From an optimization exercise on the open Yosys and OpenROAD flow, aimed at small area and a short achievable clock period; shortcuts taken in it are not production practice.
Only simulation tests tie the RTL to the original design; equivalence was not proved.
Power figures rest on the tool's default switching activity, not on a simulated workload.

## before
// fcvtn_unit
module fcvtn_unit (
    input  wire         clk,
    input  wire         rst,         
    input  wire         in_valid,
    input  wire [511:0] in_x,        
    input  wire [31:0]  in_ent,      
    input  wire [5:0]   in_rmode,    
    output reg          out_valid,
    output reg  [127:0] out_vd,      
    output reg  [3:0]   out_flags,   
    output reg  [30:0]  out_amax,    
    output reg          out_nan      
);
    reg         v_q;
    reg [511:0] x_q;
    reg [17:0]  ent_q;
    reg [5:0]   rmode_q;
    reg [8:0]   pd_q;
    reg [7:0]   bbn_q;
    wire [8:0]  pd_in;
    fcvtn_predec u_pd (.eb(in_ent[3:1]), .mb(in_ent[6:4]), .pd(pd_in));
    always @(posedge clk) begin
        if (rst)
            v_q <= 1'b0;
        else
            v_q <= in_valid;
        x_q     <= in_x;
        ent_q   <= in_ent[17:0];
        rmode_q <= in_rmode;
        pd_q    <= pd_in;
        bbn_q   <= {in_ent[15], ~in_ent[14:8]};
    end
    wire       sgn  = ent_q[0];
    wire [2:0] eb   = ent_q[3:1];
    wire [2:0] mb   = ent_q[6:4];
  ...
clock: 20.0 ns
lec_check: 0
abc_area: 1
cap_margin: 40
core_margin: 2
core_utilization: 25
cts_cluster_diameter: 120
cts_cluster_size: 18
place_density: 0.35
slew_margin: 60
standard.sh (not shown) runs the stock make flow with config.mk's settings and CLKGATE_MAP_FILE= SYNTH_SCRIPT=/design/flow/synth_recipe.tcl, a recipe that flattens the netlist after the stock synthesis.
==> flow/flow/run.sh <==
#!/bin/bash
# Own layout flow: the standard flow (standard.sh) for every step, with
# one change: the buffer that the flow puts on each input and output port is
# sky130_fd_sc_hd__buf_1, the smallest buffer, instead of the cell the flow
# picks by itself (sky130_fd_sc_hd__clkdlybuf4s50_1). Every port still gets
# its own buffer. The make output goes to standard_flow.log; the tools' own
# logs stay under orfs/logs/.
set -euo pipefail
bash standard.sh finish "BUFFER_PORTS_ARGS=-buffer_cell sky130_fd_sc_hd__buf_1" > standard_flow.log 2>&1
before has completed all stages; timing, DRC and antenna checks passed.
Here is what was changed in the inputs of after compared with before.
Settings: CAP_MARGIN changed from 40 to 20; SLEW_MARGIN changed from 60 to 70.
Notes after the runs:
On overall routed net length, after tracks before almost exactly. On fill cell total of the finished layout, before and after are basically level. Relative slew slack in after is 6.6 points above before. Diff before -> after | global-route track usage on met3 | increase of 0.24 points. On total vias in the final route, the lower figure sits with before, not after. Relative to before, post-route core utilization has gone up in after.

---

## v27
fcvtn_unit, a different RTL version from the one above (not shown whole).
For scale: ~11000 cells after synthesis, roughly 1200 flip-flops, ~720 I/O pins.
Design fcvtn_unit, start of the top module:
module fcvtn_unit (
    input  wire         clk,
    input  wire         rst,         
    input  wire         in_valid,
    input  wire [511:0] in_x,        
    input  wire [31:0]  in_ent,      
    input  wire [5:0]   in_rmode,    
    output reg          out_valid,
    output reg  [127:0] out_vd,      
    output reg  [3:0]   out_flags,   
    output reg  [30:0]  out_amax,    
    output reg          out_nan      
);
    reg         v_q;
    reg [511:0] x_q;
    reg [17:0]  ent_q;
    reg [5:0]   rmode_q;
    reg [8:0]   pd_q;
    wire [8:0]  pd_in;
    fcvtn_predec u_pd (.eb(in_ent[3:1]), .mb(in_ent[6:4]), .pd(pd_in));
    always @(posedge clk) begin
        if (rst)
            v_q <= 1'b0;
        else
            v_q <= in_valid;
        x_q     <= in_x;
        ent_q   <= in_ent[17:0];
        rmode_q <= in_rmode;
        pd_q    <= pd_in;
    end
    wire       sgn  = ent_q[0];
    wire [2:0] eb   = ent_q[3:1];
    wire [2:0] mb   = ent_q[6:4];
    wire [7:0] bias = ent_q[15:8];
    wire [1:0] pol  = ent_q[17:16];
    wire       fiz  = rmode_q[3];
    wire       foz  = rmode_q[4];
    wire       satn = rmode_q[5];
    wire       eb0  = pd_q[7];
    wire       mb0  = pd_q[8];
    wire [2:0] bm1  = pd_q[6:4];
    wire [3:0] bp   = pd_q[3:0];
    wire       pol0 = (pol == 2'd0);
    wire       pol1 = (pol == 2'd1);
    wire       pol2 = (pol == 2'd2);
    wire [7:0] bb    = {~bias[7], bias[6:0]};
    wire [3:0] base  = {1'b0, bm1} + 4'd1;
    wire [7:0] hmask = 8'hFF << base;
    wire [3:0] k     = {3'd0, sgn} + {1'b0, eb} + {1'b0, mb};
    wire [3:0] emb   = {1'b0, eb} + {1'b0, mb};
    wire [8:0] allm9 = (9'd1 << emb) - 9'd1;
    wire [7:0] allm  = allm9[7:0];
    wire [7:0] mone  = 8'd1 << mb;
    wire [7:0] eones = ((8'd1 << eb) - 8'd1) << mb;
    wire [7:0] maxcode = pol0 ? allm : pol1 ? allm - 8'd1 : allm - mone;
    wire [7:0] cnan    = pol1 ? allm : pol2 ? (eones | (8'd1 << (mb - 3'd1))) : 8'd0;
    wire       nsat    = pol1 & ~satn;
    wire [7:0] ova     = pol2 ? eones : nsat ? cnan : maxcode;
  ...
clock: 20.0 ns
lec_check: 0
abc_area: 1
cap_margin: 50
core_margin: 2
core_utilization: 35
cts_cluster_diameter: 120
cts_cluster_size: 18
place_density: 0.45
slew_margin: 70
Scripts as last shown in full above: flow/flow/run.sh
The final layout from v27, which completed every stage, passed the timing, DRC and antenna checks at the end of the flow.
[inputs] v47 vs v27
Settings: a change of PLACE_DENSITY from 0.45 to 0.35; a change of CORE_UTILIZATION from 35 to 25.
Timing, DRC, antenna: 0 failures across v47 and v27
v47 has global-route usage below what v27 had.
Between v27 and v47, the worst slack on hold paths does not differ in any meaningful way.
HPWL after detailed placement: v47 worse than v27
The die of v47 is larger than the one used in v27.
For v35, these inputs were changed with respect to v47:
Settings: changing CAP_MARGIN from 50 to 60; changing SLEW_MARGIN from 70 to 80.
[summary]
On non-clock buffer count, the lower figure sits with v47, not v35.
From v47 to v35 the numbers moved as follows: via count of the first global-routing pass +1897; fmax has decreased; hold slack shows no meaningful change.
Input-level comparison between v38 and v35:
Settings: changing SLEW_MARGIN from 80 to 70; changing CAP_MARGIN from 60 to 50.
==> flow/run.sh (new file) <==
#!/bin/bash
# synth_recipe.tcl (not shown) runs the flow's synth.tcl, then flattens the netlist and writes it again
# the make line also repeats each setting of config.mk as NAME=value (left out here)
make -C /OpenROAD-flow-scripts/flow DESIGN_CONFIG=/design/flow/config.mk WORK_HOME=/design/flow/orfs CLKGATE_MAP_FILE= SYNTH_SCRIPT=/design/flow/synth_recipe.tcl finish
removed: flow/flow/run.sh
removed: flow/standard.sh
==> results.txt <==
Comparing v38 against v35, there is no change at all in area share of and/or/nand/nor cells after synthesis.
Beginning of the critical path = x_q[219]: v35; beginning of the critical path = out_amax[25]: v38
Timing endpoint of the critical path = out_amax[25]: v38; timing endpoint of the critical path = mid_m[116]: v35
Cmp v38 vs v35: total met3 wirelength after detailed routing higher in v38
In the reports for v38 and v35, the larger area added between synthesis and finish belongs to v35.
Initial antenna violation count, v38 and v35, higher one = v38.
Power dissipated by switching net loads for v38: 7.1% down relative to v35
Comparing amount of wire on met2 after detailed routing for v38 and v35, the bigger number came from v38.
Looking at clock network fraction of total power, v38 sits 0.6 points above v35.
On combinational logic power: between v38 and v35, it ends up higher for v35.
When the final numbers for v38 and v35 were put side by side, the count of placed standard cells in the final layout, fillers left out turned out to be greater in v35.

---

fcvtn_unit, a different RTL version from the one above (not shown whole).
Size in the first run: roughly 1200 flip-flops, ~720 I/O pins.
make LEC_CHECK=0 ABC_AREA=1 CAP_MARGIN=50 CORE_MARGIN=2 CORE_UTILIZATION=25 CTS_CLUSTER_DIAMETER=120 CTS_CLUSTER_SIZE=18 PLACE_DENSITY=0.35 SLEW_MARGIN=70 finish   # period 20.0 ns
run.sh (not shown) runs the stock make flow with config.mk's settings and CLKGATE_MAP_FILE= SYNTH_SCRIPT=/design/flow/synth_recipe.tcl, a recipe that flattens the netlist after the stock synthesis.
Stock flow here: none of the scripts above is used.
The baseline finished clean.
Edit:
==> flow/flow/run.sh (new file) <==
#!/bin/bash
# Own layout flow: the standard flow (standard.sh) for every step, with
# one change: the buffer that the flow puts on each input and output port is
# sky130_fd_sc_hd__buf_1, the smallest buffer, instead of the cell the flow
# picks by itself (sky130_fd_sc_hd__clkdlybuf4s50_1). Every port still gets
# its own buffer. The make output goes to standard_flow.log; the tools' own
# logs stay under orfs/logs/.
set -euo pipefail
bash standard.sh finish "BUFFER_PORTS_ARGS=-buffer_cell sky130_fd_sc_hd__buf_1" > standard_flow.log 2>&1
==> flow/standard.sh (new file) <==
#!/bin/bash
# synth_recipe.tcl (not shown) runs the flow's synth.tcl, then flattens the netlist and writes it again
# the make line also repeats each setting of config.mk as NAME=value (left out here)
make -C /OpenROAD-flow-scripts/flow DESIGN_CONFIG=/design/flow/config.mk WORK_HOME=/design/flow/orfs CLKGATE_MAP_FILE= SYNTH_SCRIPT=/design/flow/synth_recipe.tcl "${@:-finish}"
removed: flow/run.sh
Global-route usage shrinks by 0.34 points.
Worst setup slack gets better by 0.45 ns.
Critical path depth stays the same.
Core utilization came out lower by 1.6 points.
Routed wire length goes down by 1.2%.
Die area is unchanged.
Synthesized cell count is unchanged.
Power came out lower by 2.4%.
Cell count is about the same.
Design area goes down by 5.1%.

## re-timing with driven ports
How much do the figures lean on ideal ports? The routed layouts below were timed once more, with nothing changed but the port constraints. Step 1 assumes that a clkbuf_16 drives the clock port and a buf_2 every other input. Step 2 times the ports against the registers' clock, not the clock port: input delays grow and output delays shrink by t, the midpoint of the rising clock arrivals with the driver on. Three values: ideal ports, drivers, drivers and shift; two values: the first two.
| run | t, ns | setup slack, ns | latest minus earliest clock arrival (ns) |
|---|---|---|---|
| before | 0.926 | 14.346 / 14.346 / 14.346 | 0.073 / 0.073 |
| after | 0.939 | 14.541 / 14.439 / 14.685 | 0.078 / 0.078 |
| v27 | 0.840 | 14.589 / 14.582 / 14.589 | 0.051 / 0.052 |
| v47 | 0.947 | 14.619 / 14.515 / 14.695 | 0.082 / 0.081 |
| v35 | 0.942 | 14.540 / 14.531 / 14.540 | 0.066 / 0.066 |
| v38 | 0.939 | 14.235 / 14.134 / 14.478 | 0.060 / 0.059 |
| the first run of note 3 | 0.942 | 14.135 / 14.029 / 14.469 | 0.069 / 0.069 |
| the second run of note 3 | 0.953 | 14.583 / 14.478 / 14.791 | 0.068 / 0.069 |
After both steps setup and hold are still met in every run listed.
